Context: an optimization exercise on an open-source flow, tuned for small area, a short achievable clock period and few clock cycles per item. The choices shown serve that exercise and are no tape-out recipe.
In this exercise RTL edits were held to simulation tests only and were not proved equivalent to the original.
No activity file was given, so power comes from the tool's default toggle rates.

$ cat design/flow/design.v
module se_list_unit (
    input             clk,
    input             rst,
    input             start,
    input      [4:0]  cfg_m,
    output            idle,
    input             in_valid,
    output            in_ready,
    input      [31:0] in_score,
    input      [63:0] in_id,
    input             in_last,
    output            out_valid,
    input             out_ready,
    output     [31:0] out_key,
    output     [63:0] out_id,
    output            out_last,
    output            rec_valid,
    output     [4:0]  rec_count,
    output     [31:0] rec_scored,
    output     [31:0] rec_nan,
    output     [31:0] rec_dup,
    output     [31:0] rec_tail,
    output     [31:0] rec_max_key,
    output     [31:0] rec_edge_key,
    output     [31:0] rec_edge_ties
);
    localparam M = 8;
    reg        idle_r, in_ready_r, out_valid_r, out_last_r, rec_valid_r;
    reg        start_q;
    reg [4:0]  cfg_q;
    reg [M-1:0] lim_oh;      
    reg [M-1:0] vld;         
    reg [3:0]  cnt;
    reg [31:0] keys [0:M-1];
    reg [63:0] ids  [0:M-1];
    reg [31:0] scored, nan_cnt, dup_cnt, tail_cnt, max_key, edge_key, edge_ties;
    reg        a_v, a_last, a_nan;
    reg [31:0] a_key;
    reg [63:0] a_id;
    wire        s_nan = (in_score[30:23] == 8'hFF) && (in_score[22:0] != 23'd0);
    wire        s_mz  = (in_score == 32'h8000_0000);
    wire [31:0] s_key = in_score[31] ? (s_mz ? 32'h8000_0000 : ~in_score)
                                     : (in_score | 32'h8000_0000);
    always @(posedge clk) begin
        a_v    <= in_valid && in_ready_r && !rst;
        a_last <= in_last;
        a_nan  <= s_nan;
        a_key  <= s_key;
        a_id   <= in_id;
        start_q <= start && idle_r && !rst;
        cfg_q  <= cfg_m;
    end
    reg [M-1:0] gt;          
    reg [M-1:0] eq;          
    integer i;
    always @* begin
        for (i = 0; i < M; i = i + 1) begin
            gt[i] = {a_key, ids[i]} > {keys[i], a_id};
            eq[i] = (ids[i] == a_id);
        end
    end
    wire [M-1:0] above  = ~vld | gt;           
    wire [M-1:0] id_hit = vld & eq;
    reg  [M-1:0] hit_ge;                       
    always @* begin
        hit_ge[M-1] = id_hit[M-1];
        for (i = M - 2; i >= 0; i = i - 1)
            hit_ge[i] = hit_ge[i+1] | id_hit[i];
    end
    wire is_dup    = |id_hit;
    wire dup_upd   = |(id_hit & gt);
    wire full      = |(vld & lim_oh);
    wire above_low = |(above & lim_oh);
    wire [M-1:0] above_p = {above[M-2:0], 1'b0};    
    wire a_ok    = a_v && !a_nan;
    wire do_new  = a_ok && !is_dup;
    wire ins_new = do_new && (!full || above_low);
    wire do_ins  = ins_new || (a_ok && dup_upd);
    wire to_tail = do_new && full;
    wire grow    = do_new && !full;
    wire [M-1:0] ins_here = {M{do_ins}} & above & ~above_p;
    wire [M-1:0] shift    = {M{do_ins}} & above_p & ({M{!is_dup}} | hit_ge);
    reg [31:0] lo0, lo1;
    always @* begin
        lo0 = 32'd0;
        lo1 = 32'd0;
        for (i = 0; i < M; i = i + 1) begin
            if (lim_oh[i]) lo0 = keys[i];
            if (i > 0 && lim_oh[i]) lo1 = keys[i-1];
        end
    end
    wire        low_is_c = |(lim_oh & ins_here);
    wire        low_chg  = |(lim_oh & (ins_here | shift));
    wire [31:0] nlow     = low_is_c ? a_key : lo1;
    wire        nlow_eq  = low_is_c ? (a_key == lo0) : (lo1 == lo0);
    wire        fills    = grow && |(lim_oh & {vld[M-2:0], 1'b1});
    wire readout = out_valid_r && out_ready;
    wire fin     = a_v && a_last;
    wire [M-1:0] nvld = grow ? {vld[M-2:0], 1'b1} : vld;
    assign idle          = idle_r;
    assign in_ready      = in_ready_r;
    assign out_valid     = out_valid_r;
    assign out_last      = out_last_r;
    assign out_key       = keys[0];
    assign out_id        = ids[0];
    assign rec_valid     = rec_valid_r;
    assign rec_count     = {1'b0, cnt};
    assign rec_scored    = scored;
    assign rec_nan       = nan_cnt;
    assign rec_dup       = dup_cnt;
    assign rec_tail      = tail_cnt;
    assign rec_max_key   = max_key;
    assign rec_edge_key  = edge_key;
    assign rec_edge_ties = edge_ties;
    always @(posedge clk) begin
        if (rst) begin
            idle_r      <= 1'b1;
            in_ready_r  <= 1'b0;
            out_valid_r <= 1'b0;
            out_last_r  <= 1'b0;
            rec_valid_r <= 1'b0;
        end else begin
            if (start && idle_r) begin
                idle_r      <= 1'b0;
                in_ready_r  <= 1'b1;
                rec_valid_r <= 1'b0;
                out_valid_r <= 1'b0;
            end else begin
                if (in_valid && in_ready_r && in_last)
                    in_ready_r <= 1'b0;
                if (fin) begin
                    rec_valid_r <= 1'b1;
                    out_valid_r <= nvld[0];
                    out_last_r  <= nvld[0] && !nvld[1];
                    idle_r      <= !nvld[0];
                end else if (readout) begin
                    out_valid_r <= vld[1];
                    out_last_r  <= vld[1] && !vld[2];
                    idle_r      <= !vld[1];
                end
            end
        end
    end
    always @(posedge clk) begin
        if (start_q) begin
            vld <= {M{1'b0}};
            cnt <= 4'd0;
            lim_oh <= 8'd1 << (cfg_q[2:0] - 3'd1);
        end else if (readout) begin
            vld <= {1'b0, vld[M-1:1]};
        end else begin
            vld <= nvld;
            if (grow) cnt <= cnt + 4'd1;
        end
        for (i = 0; i < M; i = i + 1) begin
            if (readout) begin
                if (i < M - 1) begin
                    keys[i] <= keys[i+1];
                    ids[i]  <= ids[i+1];
                end
            end else if (ins_here[i]) begin
                keys[i] <= a_key;
                ids[i]  <= a_id;
            end else if (shift[i]) begin
                if (i > 0) begin
                    keys[i] <= keys[i-1];
                    ids[i]  <= ids[i-1];
                end
            end
        end
    end
    always @(posedge clk) begin
        if (start_q) begin
            scored    <= 32'd0;
            nan_cnt   <= 32'd0;
            dup_cnt   <= 32'd0;
            tail_cnt  <= 32'd0;
            max_key   <= 32'd0;
            edge_key  <= 32'd0;
            edge_ties <= 32'd0;
        end else begin
            if (a_v && a_nan && nan_cnt != 32'hFFFF_FFFF)
                nan_cnt <= nan_cnt + 32'd1;
            if (a_ok && is_dup)
                dup_cnt <= dup_cnt + 32'd1;
            if (do_new) begin
                scored <= scored + 32'd1;
                if (a_key > max_key)
                    max_key <= a_key;
            end
            if (to_tail)
                tail_cnt <= tail_cnt + 32'd1;
            if (fills) begin
                edge_key  <= nlow;
                edge_ties <= 32'd0;
            end else if (full && do_ins && low_chg && !nlow_eq) begin
                edge_key  <= nlow;
                edge_ties <= 32'd0;
            end else if (to_tail && (above_low ? 1'b1 : (a_key == lo0))) begin
                edge_ties <= edge_ties + 32'd1;
            end
        end
    end
endmodule
$ cat design/flow/run.sh
#!/bin/bash
# synth_recipe.tcl (not shown) runs the flow's synth.tcl, then flattens the netlist and writes it again
# the make line also repeats each setting of config.mk as NAME=value (left out here)
make -C /OpenROAD-flow-scripts/flow DESIGN_CONFIG=/design/flow/config.mk WORK_HOME=/design/flow/orfs CLKGATE_MAP_FILE= SYNTH_SCRIPT=/design/flow/synth_recipe.tcl finish
$ cat design/flow/config.mk
export PLATFORM = sky130hd
export DESIGN_NAME = se_list_unit
export DESIGN_NICKNAME = se_list_unit
export VERILOG_FILES = /design/flow/design.v
export SDC_FILE = /design/flow/constraint.sdc
export NUM_CORES = 4
export LEC_CHECK = 0
export CAP_MARGIN = 20
export CORE_MARGIN = 2
export CORE_UTILIZATION = 25
export GPL_ROUTABILITY_DRIVEN = 1
export PLACE_DENSITY = 0.3
export SLEW_MARGIN = 20
$ cat design/flow/constraint.sdc
create_clock -name core_clock -period 18.0 [get_ports {clk}]
set_input_delay 3.6000 -clock core_clock [delete_from_list [all_inputs] [get_ports {clk}]]
set_output_delay 3.6000 -clock core_clock [all_outputs]
set_load 0.01 [all_outputs]
==> run notes <==
-- layer usage --
metal | wire length, um | part of all wire [%]
met5 | 0 | 0
met4 | 8500 | 2.5
met3 | 12500 | 3.6
met2 | 162000 | 47
met1 | 163000 | 47
-- synthesized netlist by cell type, types with 40 or more instances --
master    count
ha_1        806
mux2_2       72
nor3_1      200
nor2_1      268
nand3b_1     43
nand3_1     173
or3_1        40
a21oi_1     588
xnor2_1      66
clkbuf_1    333
nand4_1     201
a21o_1       59
inv_1       431
a221oi_1     50
a221o_1      55
edfxtp_1    776
nor2b_1      57
buf_2        71
a211oi_1     67
o21ai_1      60
o21ai_0     871
nand2_1    1058
dfxtp_1     344
and3_1       64
xor2_1      116
mux2i_1     592
nor4_1       97
-- worst min-delay path: stages (launching register included) --
cell and delay [ns]:
dfxtp_1 0.31, nand2_1 0.05, mux2i_1 0.05
-- cells by family after synthesis --
group	after synthesis	synth area share [%]
AO/OA/AOI/OAI	2017	15.6
XOR/XNOR	182	2.12
adder cells (fa/ha/maj)	806	13.4
buffers and inverters	894	4.87
flip-flops	1120	40.1
multiplexers	685	9.37
other	1	0.00499
AND/OR/NAND/NOR	2307	14.5
-- per-stage QoR --
stage                     utilization [%]  power, mW
after floorplan                         -       3.69
after global placement               28.1       4.22
after detailed placement             28.1       4.23
after CTS                            29.8       7.58
after global routing                 29.8       7.78
final                                29.8       7.43
-- worst paths after layout --
path,start,to,slack [ns]
max,a_id[43]$_DFF_P_,edge_key[2]$_SDFFE_PP0P_,9.52
min,edge_key[20]$_SDFFE_PP0P_,edge_key[20]$_SDFFE_PP0P_,0.46
max reg2reg,a_id[43]$_DFF_P_,edge_key[2]$_SDFFE_PP0P_,9.52
min reg2reg,edge_key[20]$_SDFFE_PP0P_,edge_key[20]$_SDFFE_PP0P_,0.46
-- power by group through the flow --
stage                     logic, mW  clock network [mW]  registers (mW)
final                          1.12                3.27            3.04
after global routing           1.24                3.47            3.06
after CTS                      1.13                3.39            3.05
after detailed placement       1.13                   0            3.10
after global placement         1.12                   0            3.10
after floorplan               0.605                   0            3.08
-- sequential cells by signal, indices dropped and copies added, names as in the netlist, 3 cells and up --
| signal | cells |
|---|---|
| nan_cnt | 32 |
| edge_ties | 32 |
| scored | 32 |
| keys | 256 |
| tail_cnt | 32 |
| cfg_q | 3 |
| cnt | 4 |
| a_id | 64 |
| lim_oh | 8 |
| dup_cnt | 32 |
| edge_key | 32 |
| a_key | 32 |
| ids | 512 |
| vld | 8 |
| max_key | 32 |
-- cell type report --
type / instances / area share, %
multi-input cells: 5998 / 46.6
inverters: 435 / 1.83
flip-flops and latches: 1120 / 33.8
diodes: 3 / 0.00841
well taps: 3958 / 5.54
repair buffers: 597 / 6.32
clock buffers: 233 / 5.32
clock inverters: 61 / 0.530
==> run notes <==
status complete, no violations; DRC 0; GRT overflow 0; # rows 201; ys flop type edfxtp_1; CP Launch Type flip-flop; pwr/cell area 83.2 nW/um^2; DP HPWL 250 mm; WP data arrival 9.17 ns; largest cells by area after synthesis edfxtp_1 (31%), ha_1 (13%), dfxtp_1 (9.2%); most frequent cells in the layout nand2_1 (1055), o21ai_0 (863), ha_1 (806), edfxtp_1 (776), mux2i_1 (592); setup TNS 0 ns; Placed Instance Area 84000 um^2; vias after detailed routing 63319; Comb power frac 15.1%; post-synth top area cell edfxtp_1; Slew Viols, Final 0; largest net degree at the start of global routing 230; hold depth 2; wire length per cell 27.9 um; Worst-Skew Late Latency 0.86 ns; Crit. path cell count 15; Die ar. 305000 um^2; cell mode on critical path nand4_1; grt met2 use 36.7%; critical path type reg2reg; Syn Inst Count 8012; CTS tree built; Multi-input gate area 41700 um^2; Max Clock Skew 0.0603 ns; met1 GRT Util 30.4%; Pre-Repair DR Iteration Count 6; Via-to-Cell Ratio 5.10; Cell Count, Final, Fillers Out 12405; FMAX 118 MHz; top-area cell type share of the netlist area 31.0%; initial antenna violation count 17; Post-synth EDFFs 776; share of layout cells above drive strength 1 6.60%; Synthesized Nets 8925; Int Pwr 5.21 mW; Worst Hold Slack 0.463 ns; syn avg cell area 9.39 um^2; gr usage total 22.0%; DP Worst Slack 9.65 ns; DRT iter0 DRCs 4645; Worst Path Buf+Inv 2; Fillers 31452; sw power 2.23 mW; critical-path cell list inv_1, ha_1, nand4_1, nor4_1, nand4_1, a311oi_1, nor3_1, a32oi_1, mux2i_1, or2_1, o221ai_1, o311ai_1, o31a_2, buf_4, mux2_2; worst r2r path cells 15; VDD IR max 0.0644 mV; Max Root-Sink Buffers 4; min Tclk post-route 8.48 ns; Layout area overhead 18.7%; critical path peak fanout 64; RSZ-0062 raised after global routing no; Unique masters post-synth 95; Seq/Total Area, Yosys 40.1%; final wirelength 346 mm; Post-Syn Area 75200 um^2; #FFs+latches synth 1120; post-route setup slack 9.52 ns; Setup Buffers After CTS 0; Sink Count 1120; Die H 553 um; first-pass GRT wire length 490 mm; leading cell type in the layout, fill and taps excluded nand2_1; post_cts resized 0; yosys warns 3; Placed Cells 12105; finished layout cell area 89300 um^2; Net Sw Frac 29.9%; TritonCTS Buffers 167; final hold vios 0; HP Class reg2reg; asr flop ratio synth 0%; Finish-stage setup viols 0; Worst setup EP type flip-flop; IO Port Bufs 433; io pins 437; Worst-Margin Slew 1.21 ns; final net count 9232; Core ar. 300000 um^2; Max Cap Viol 0; clock share of power 44.0%; die extent in x 553 um; root buffer cell clkbuf_16; relative slew slack 18.1%; met3 Resource Use GR 2.35%; cell leakage power 34.8 nW; Routed Antenna Nets 0; Initial Util 25.1%; H-Tree Depth 4; CP max stage cell o311ai_1; vias in the first global route 62398; Critical Path RT 18.69 ns; FF+latch area 30200 um^2; Final GP Congestion 0.857; Tcrit/Tclk final 47.1%; Hold-fix buffers, CTS 0; Clk pin slew, worst setup/hold paths 0.06 ns; max incr delay on CP 1.03 ns; Sequential Power Share 41.0%; gr busiest metal met2; top cell family by delay on the critical path compound AO/OA/AOI/OAI gates
Testbench counts, summed over its fixed seeds: cycles 49,287, offers 47,503.

separate check: timing with driven ports:
How much do the figures lean on ideal ports? The routed layout below was timed once more, with nothing changed but the port constraints. Step 1 assumes that a clkbuf_16 drives the clock port and a buf_2 every other input. Step 2 adds t to the input delays and takes it off the output delays; t is the mean of the earliest and latest rising clock arrival at the registers after step 1. Input paths then give back, and output paths get back, about the clock's delay inside the block. Three values: ideal, step 1, step 2; two values: the first two.
shift t [ns]: 0.930
slack for setup (ns): 9.523 / 9.523 / 9.523
hold slack, ns: 0.463 / 0.463 / 0.463
worst slew at a driven data input, ns: 0.12
After both steps this run still meets setup and hold. The setup slack of this run moves by 0.000 ns with the drivers and by 0.000 ns with both steps.
